What follows belongs to an exercise in optimizing a design on an open flow for small area, a short achievable clock period and few clock cycles per item; a production flow would make more cautious choices.
Where RTL was checked, it was by simulation tests only, not by an equivalence proof against the original.
Power is estimated from default activity; no workload was simulated.

==> module fe_rms, before the edit <==
module fe_rms (
    input  wire        clk,
    input  wire        rst_n,
    input  wire        start,
    input  wire [63:0] sum,      
    input  wire [31:0] count,    
    output wire        in_ready,
    output reg         out_valid,
    output wire [31:0] rms
);
    reg        dbusy;
    reg [4:0]  dcnt;
    reg [31:0] drem;       
    reg [39:0] dq;         
    reg [31:0] dn;         
    reg [33:0] dn3;        
    reg        dz;         
    reg  ready;            
    wire dlast = (dcnt == 5'd28);
    assign in_ready = ready;
    wire [33:0] tq  = {drem, dq[39:38]};
    wire [34:0] df1 = {1'b0, tq} - {3'b0, dn};
    wire [34:0] df2 = {1'b0, tq} - {2'b0, dn, 1'b0};
    wire [34:0] df3 = {1'b0, tq} - {1'b0, dn3};
    wire        ge1 = !df1[34];
    wire        ge2 = !df2[34];
    wire        ge3 = !df3[34];
    wire        q1  = ge2;
    wire        q2  = ge3 || (ge1 && !ge2);
    wire [31:0] r2  = ge3 ? df3[31:0] : ge2 ? df2[31:0] : ge1 ? df1[31:0] : tq[31:0];
    always @(posedge clk) begin
        if (in_ready) begin
            drem <= sum[63:40];
            dq   <= sum[39:0];
            dn   <= count;
            dn3  <= {2'b0, count} + {1'b0, count, 1'b0};
            dz   <= (count == 32'd0);
            dcnt <= 5'd0;
        end else begin
            drem <= r2;
            dq   <= {dq[37:0], 2'b00};
            dcnt <= dcnt + 5'd1;
        end
        if (!rst_n) begin
            dbusy <= 1'b0;
            ready <= 1'b1;
        end else if (in_ready) begin
            dbusy <= start;
            ready <= !start;
        end else begin
            ready <= (dcnt == 5'd27);
        end
    end
    reg        sv;         
    reg        sfirst;     
    reg        slast;      
    reg [1:0]  qp;
    reg        pnz;        
    always @(posedge clk) begin
        qp     <= dz ? 2'b00 : {q1, q2};
        sfirst <= (dcnt == 5'd0);
        slast  <= dlast;
        if (dlast)
            pnz <= (r2 != 32'd0);
        if (!rst_n)
            sv <= 1'b0;
        else
            sv <= dbusy;
    end
    reg [29:0] srem;       
    reg [28:0] root;
    wire [31:0] ssh = {(sfirst ? 30'd0 : srem), qp};
    wire [28:0] rt  = sfirst ? 29'd0 : root;
    wire [32:0] sdf = {1'b0, ssh} - {2'b0, rt[28:0], 2'b01};
    wire        sb  = !sdf[32];
    wire [29:0] sr  = sb ? sdf[29:0] : ssh[29:0];
    always @(posedge clk) begin
        srem <= sr;
        root <= {rt[27:0], sb};
        if (!rst_n)
            out_valid <= 1'b0;
        else
            out_valid <= sv && slast;
    end
    wire inc = root[0] && !(!pnz && srem == 30'd0 && !root[1]);
    assign rms = {3'd0, {1'b0, root[28:1]} + {28'd0, inc}};
endmodule
make LEC_CHECK=0 CAP_MARGIN=20 CORE_MARGIN=2 CORE_UTILIZATION=40 SLEW_MARGIN=20 finish   # period 10.0 ns
run.sh (not shown) runs the stock make flow with config.mk's settings and CLKGATE_MAP_FILE= SYNTH_SCRIPT=/design/flow/synth_recipe.tcl, a recipe that flattens the netlist after the stock synthesis.
Change:
==> flow/design.v (replaced) <==
module fe_rms (
    input  wire        clk,
    input  wire        rst_n,
    input  wire        start,
    input  wire [63:0] sum,      
    input  wire [31:0] count,    
    output wire        in_ready,
    output reg         out_valid,
    output wire [31:0] rms
);
    reg        dbusy;
    reg [4:0]  dcnt;
    reg [31:0] drem;       
    reg [39:0] dq;         
    reg [31:0] dn;         
    reg        dz;         
    reg  ready;            
    wire dlast = (dcnt == 5'd28);
    assign in_ready = ready;
    wire [32:0] sh1 = {drem, dq[39]};
    wire [33:0] df1 = {1'b0, sh1} - {2'b0, dn};
    wire        q1  = !df1[33];
    wire [31:0] r1  = q1 ? df1[31:0] : sh1[31:0];
    wire [32:0] sh2 = {r1, dq[38]};
    wire [33:0] df2 = {1'b0, sh2} - {2'b0, dn};
    wire        q2  = !df2[33];
    wire [31:0] r2  = q2 ? df2[31:0] : sh2[31:0];
    always @(posedge clk) begin
        if (in_ready) begin
            drem <= sum[63:40];
            dq   <= sum[39:0];
            dn   <= count;
            dz   <= (count == 32'd0);
            dcnt <= 5'd0;
        end else begin
            drem <= r2;
            dq   <= {dq[37:0], 2'b00};
            dcnt <= dcnt + 5'd1;
        end
        if (!rst_n) begin
            dbusy <= 1'b0;
            ready <= 1'b1;
        end else if (in_ready) begin
            dbusy <= start;
            ready <= !start;
        end else begin
            ready <= (dcnt == 5'd27);
        end
    end
    reg        sv;         
    reg        sfirst;     
    reg        slast;      
    reg [1:0]  qp;
    reg        pnz;        
    always @(posedge clk) begin
        qp     <= dz ? 2'b00 : {q1, q2};
        sfirst <= (dcnt == 5'd0);
        slast  <= dlast;
        pnz    <= !((r1 == 32'd0) || ({r1, 1'b0} == {1'b0, dn}));
        if (!rst_n)
            sv <= 1'b0;
        else
            sv <= dbusy;
    end
    reg [29:0] srem;       
    reg [28:0] root;
    reg        oinc;       
    wire [31:0] ssh = {(sfirst ? 30'd0 : srem), qp};
    wire [28:0] rt  = sfirst ? 29'd0 : root;
    wire [32:0] sdf = {1'b0, ssh} - {2'b0, rt[28:0], 2'b01};
    wire        sb  = !sdf[32];
    wire [29:0] sr  = sb ? sdf[29:0] : ssh[29:0];
    always @(posedge clk) begin
        srem <= sr;
        root <= {rt[27:0], sb};
        oinc <= sb && !(!pnz && sr == 30'd0 && !rt[0]);
        if (!rst_n)
            out_valid <= 1'b0;
        else
            out_valid <= sv && slast;
    end
    assign rms = {3'd0, {1'b0, root[28:1]} + {28'd0, oinc}};
endmodule
Effect: The new run finished with timing, DRC and antenna clean. Area after synthesis came out lower by a quarter to a third. Utilization went up by 0.88 points. Setup slack got worse by 0.42 ns. Via count goes down by a quarter to a third. Synthesized cell count went down by about a fifth. Register-to-register slack loses 0.84 ns. Final area went down by a quarter to a third. Combinational power is lower by roughly a tenth. Fmax is lower by a few percent. Cell count decreases by a quarter to a third. Non-clock buffer count is lower by 6. Count of clock-buffer cells in the layout drops by 16. Routed wire length came out lower by a quarter to a third. Clock skew climbs by 0.0054 ns.
No functional check of the RTL was part of any run of this note.

========
== main ==
fe_rms, a different RTL version from the one above (not shown whole).
Size in the first run: about 130 I/O pins, about 14,000 sq um of cells after synthesis.
==> module fe_rms, before the edit <==
module fe_rms (
    input  wire        clk,
    input  wire        rst_n,
    input  wire        start,
    input  wire [63:0] sum,      
    input  wire [31:0] count,    
    output wire        in_ready,
    output reg         out_valid,
    output wire [31:0] rms
);
    reg        dbusy;
    reg [4:0]  dcnt;
    reg [31:0] drem;       
    reg [39:0] dq;         
    reg [31:0] dn;         
    reg        dz;         
    reg        dn18;       
    reg  ready;            
    wire dlast = (dcnt == 5'd28);    
    assign in_ready = ready;
    wire [33:0] tq = {drem, dq[39:38]};
    wire [33:0] d1, d2;
    wire        ge1, ge2;
    fe_rms_sub #(.W(34)) u_sub1 (.a(tq), .b({2'b0, dn}), .d(d1), .ge(ge1));
    fe_rms_sub #(.W(34)) u_sub2 (.a(tq), .b({1'b0, dn, 1'b0}), .d(d2), .ge(ge2));
    wire [34:0] ta = {1'b0, tq};
    wire [34:0] tb = ~{3'b0, dn};
    wire [34:0] tc = ~{2'b0, dn, 1'b0};
    wire [34:0] cx = ta ^ tb ^ tc;
    wire [34:0] cc = (ta & tb) | (ta & tc) | (tb & tc);
    wire [34:0] d3;
    fe_rms_add #(.W(35)) u_add3 (.a(cx), .b({cc[33:0], 1'b1}), .ci(1'b1), .s(d3));
    wire        ge3 = !d3[34];
    wire        q1  = ge2;
    wire        q2  = ge3 || (ge1 && !ge2);
    wire [31:0] r2  = ge3 ? d3[31:0] : ge2 ? d2[31:0] : ge1 ? d1[31:0] : tq[31:0];
    wire        z0  = (tq[31:18] == 14'd0);
    wire        z1  = (d1[31:18] == 14'd0);
    wire        z2  = (d2[31:18] == 14'd0);
    wire        z3  = (d3[31:18] == 14'd0);
    wire        rz  = dn18 && (ge3 ? z3 : ge2 ? z2 : ge1 ? z1 : z0);
    always @(posedge clk) begin
        if (in_ready) begin
            drem <= sum[63:40];
            dq   <= sum[39:0];
            dn   <= count;
            dz   <= (count == 32'd0);
            dn18 <= (count[17:0] == 18'd0);
            dcnt <= 5'd0;
        end else begin
            drem <= r2;
            dq   <= {dq[37:0], 2'b00};
            dcnt <= dcnt + 5'd1;
        end
        if (!rst_n) begin
            dbusy <= 1'b0;
            ready <= 1'b1;
        end else if (in_ready) begin
            dbusy <= start;
            ready <= !start;
        end else begin
            ready <= (dcnt == 5'd27);
        end
    end
    reg        sv;         
    reg        sfirst;     
    reg        ssecond;    
    reg [1:0]  qp0;        
    reg        slast;      
    reg [1:0]  qp;
    reg        pnz;        
    always @(posedge clk) begin
        qp     <= dz ? 2'b00 : {q1, q2};
        sfirst <= (dcnt == 5'd0);
        slast  <= dlast;
        qp0    <= qp;
        ssecond <= sfirst;
        if (dlast)
            pnz <= !rz;
        if (!rst_n)
            sv <= 1'b0;
        else
            sv <= dbusy;
    end
    reg [29:0] srem;       
    reg [28:0] root;
    wire [31:0] ssh = {srem, qp};
    wire [28:0] rt  = root;
    wire [31:0] sdf;
    wire        sb;
    fe_rms_sub #(.W(32)) u_sub3 (.a(ssh), .b({1'b0, rt[28:0], 2'b01}), .d(sdf), .ge(sb));
    wire [29:0] sr  = sb ? sdf[29:0] : ssh[29:0];
    wire [1:0]  f0s = qp0 - {1'b0, qp0 != 2'b00};        
    wire        f0b = (qp0 != 2'b00);                    
    wire [3:0]  f1h = {f0s, qp};
    wire [3:0]  f1t = {1'b0, f0b, 2'b01};
    wire        f1b = (f1h >= f1t);                      
    wire [3:0]  f1s = f1b ? f1h - f1t : f1h;             
    reg         srnd;      
    wire        inc = root[0] && !(!pnz && srem == 30'd0 && !root[1]);
    always @(posedge clk) begin
        if (ssecond)
            srem <= {27'd0, f1s[2:0]};
        else
            srem <= sr;
        if (srnd)
            root <= {1'b0, root[28:1]} + {28'd0, inc};
        else if (ssecond)
            root <= {27'd0, f0b, f1b};
        else
            root <= {rt[27:0], sb};
        if (!rst_n) begin
            srnd      <= 1'b0;
            out_valid <= 1'b0;
        end else begin
            srnd      <= sv && slast;
            out_valid <= srnd;
        end
    end
    assign rms = {3'd0, root};
endmodule
Settings: LEC_CHECK=0, CAP_MARGIN=20, CORE_MARGIN=2, CORE_UTILIZATION=40, SLEW_MARGIN=20; clock period 10.0 ns.
standard.sh (not shown) runs the stock make flow with config.mk's settings and CLKGATE_MAP_FILE= SYNTH_SCRIPT=/design/flow/synth_recipe.tcl, a recipe that flattens the netlist after the stock synthesis.
==> flow/flow/run.sh <==
#!/bin/bash
# Layout flow: the standard flow (its synthesis, floorplan, power grid,
# tap cells, placement, clock tree and routing), with two changes made through
# ORFS variables: timing repair aims at a setup slack of 6.5 ns instead of
# 0 ns, and the input and output ports are buffered with sky130_fd_sc_hd__buf_1.
# standard.sh's output goes to standard.log; ORFS keeps each step's log under
# orfs/logs/.
set -euo pipefail
export SETUP_SLACK_MARGIN=6.5
export BUFFER_PORTS_ARGS="-buffer_cell sky130_fd_sc_hd__buf_1"
bash standard.sh > standard.log 2>&1
diff inputs: main => the feature branch
-- flow/design.v --
<<< main, line 15
    reg [31:0] dn;         
    reg        dz;         
    reg        dn18;       
    reg  ready;            
    wire dlast = (dcnt == 5'd28);    
    assign in_ready = ready;
    wire [33:0] tq = {drem, dq[39:38]};
>>> the feature branch, line 15
    reg [31:0] dn;         
    reg        dz;         
    reg  ready;            
    wire dlast = (dcnt == 5'd28);    
    wire dfin  = (dcnt == 5'd29);    
    assign in_ready = ready;
    wire [33:0] tq = {drem, dq[39:38]};
<<< main, line 35
    wire        q2  = ge3 || (ge1 && !ge2);
    wire [31:0] r2  = ge3 ? d3[31:0] : ge2 ? d2[31:0] : ge1 ? d1[31:0] : tq[31:0];
    wire        z0  = (tq[31:18] == 14'd0);
    wire        z1  = (d1[31:18] == 14'd0);
    wire        z2  = (d2[31:18] == 14'd0);
    wire        z3  = (d3[31:18] == 14'd0);
    wire        rz  = dn18 && (ge3 ? z3 : ge2 ? z2 : ge1 ? z1 : z0);
    always @(posedge clk) begin
        if (in_ready) begin
>>> the feature branch, line 35
    wire        q2  = ge3 || (ge1 && !ge2);
    wire [31:0] r2  = ge3 ? d3[31:0] : ge2 ? d2[31:0] : ge1 ? d1[31:0] : tq[31:0];
    always @(posedge clk) begin
        if (in_ready) begin
<<< main, line 46
            dn   <= count;
            dz   <= (count == 32'd0);
            dn18 <= (count[17:0] == 18'd0);
            dcnt <= 5'd0;
        end else begin
>>> the feature branch, line 41
            dn   <= count;
            dz   <= (count == 32'd0);
            dcnt <= 5'd0;
        end else begin
<<< main, line 60
            ready <= !start;
        end else begin
            ready <= (dcnt == 5'd27);
        end
    end
    reg        sv;         
    reg        sfirst;     
    reg        ssecond;    
    reg [1:0]  qp0;        
    reg        slast;      
    reg [1:0]  qp;
>>> the feature branch, line 54
            ready <= !start;
        end else begin
            ready <= dlast;
        end
    end
    reg        sv;         
    reg        sfirst;     
    reg        slast;      
    reg [1:0]  qp;
<<< main, line 74
        sfirst <= (dcnt == 5'd0);
        slast  <= dlast;
        qp0    <= qp;
        ssecond <= sfirst;
        if (dlast)
            pnz <= !rz;
        if (!rst_n)
            sv <= 1'b0;
        else
            sv <= dbusy;
    end
    reg [29:0] srem;       
>>> the feature branch, line 66
        sfirst <= (dcnt == 5'd0);
        slast  <= dlast;
        if (dfin)
            pnz <= (drem != 32'd0);
        if (!rst_n)
            sv <= 1'b0;
        else
            sv <= dbusy && !dfin;
    end
    reg [29:0] srem;       
<<< main, line 91
    fe_rms_sub #(.W(32)) u_sub3 (.a(ssh), .b({1'b0, rt[28:0], 2'b01}), .d(sdf), .ge(sb));
    wire [29:0] sr  = sb ? sdf[29:0] : ssh[29:0];
    wire [1:0]  f0s = qp0 - {1'b0, qp0 != 2'b00};        
    wire        f0b = (qp0 != 2'b00);                    
    wire [3:0]  f1h = {f0s, qp};
    wire [3:0]  f1t = {1'b0, f0b, 2'b01};
    wire        f1b = (f1h >= f1t);                      
    wire [3:0]  f1s = f1b ? f1h - f1t : f1h;             
    reg         srnd;      
    wire        inc = root[0] && !(!pnz && srem == 30'd0 && !root[1]);
    always @(posedge clk) begin
        if (ssecond)
            srem <= {27'd0, f1s[2:0]};
        else
            srem <= sr;
        if (srnd)
            root <= {1'b0, root[28:1]} + {28'd0, inc};
        else if (ssecond)
            root <= {27'd0, f0b, f1b};
        else
            root <= {rt[27:0], sb};
>>> the feature branch, line 81
    fe_rms_sub #(.W(32)) u_sub3 (.a(ssh), .b({1'b0, rt[28:0], 2'b01}), .d(sdf), .ge(sb));
    wire [29:0] sr  = sb ? sdf[29:0] : ssh[29:0];
    reg         srnd;      
    wire        inc = root[0] && !(!pnz && srem == 30'd0 && !root[1]);
    always @(posedge clk) begin
        if (sfirst)
            srem <= {28'd0, qp[1] & qp[0], qp[1] & !qp[0]};
        else
            srem <= sr;
        if (srnd)
            root <= {1'b0, root[28:1]} + {28'd0, inc};
        else if (sfirst)
            root <= {28'd0, qp != 2'b00};
        else
            root <= {rt[27:0], sb};
==> comparison <==
Relative to main, the feature branch improves setup slack after placement. Flip-flop and latch count: the feature branch vs main down 4. [the feature branch] number of clock buffers in the layout rose 1 relative to main. Compared with main, the feature branch shows a total leakage power that is about 6.6% lower. Of main and the feature branch, main shows the lower maximum number of pins on one net before global-route repair, with the feature branch above it. Changes observed in the feature branch relative to main: routed length on met2 went down by about 11%; data-path buffer share of cell area in the final layout -1.1 points; least setup slack across all paths after layout has increased. Diff main -> the feature branch | number of nets in the finished design | down by a few percent.
Testbench counts of the feature branch, summed over its fixed seeds: cycles 48,016, items 1,600.
The RTL of main was laid out without a check of its function.

[what the ideal ports hide]
How much do the figures lean on ideal ports? The routed layouts below were timed once more, with nothing changed but the port constraints.
Step 1, drivers: a clkbuf_16 drives clk and a buf_2 each remaining input, both assumed.
Step 2 moves the port delays by t, midway between the first and last clock arrival at a register: inputs arrive t later, outputs are due t later. That takes back most of the time a late clock gives input paths.
Slacks: no drivers / after step 1 / after step 2; pairs: no drivers / after step 1.
run | shift t [ns] | slack for setup (ns) | hold WS [ns] | slew at the worst register clock pin (ns) | worst slew at a driven data input, ns
the first run of note 1 | 0.608 | 4.241 / 4.267 / 3.659 | 0.450 / 0.450 / 0.450 | 0.06 / 0.06 | 0.07
the second run of note 1 | 0.492 | 3.817 / 3.817 / 3.817 | 0.455 / 0.455 / 0.455 | 0.09 / 0.09 | 0.05
main | 0.506 | 5.883 / 5.883 / 5.883 | 0.336 / 0.336 / 0.336 | 0.09 / 0.09 | 0.06
the feature branch | 0.495 | 6.397 / 6.397 / 6.397 | 0.433 / 0.433 / 0.433 | 0.08 / 0.08 | 0.07
After both steps every run listed still meets setup and hold. The setup slack of the first run of note 1, which loses most, moves by +0.026 ns with the drivers and by -0.582 ns with both steps.
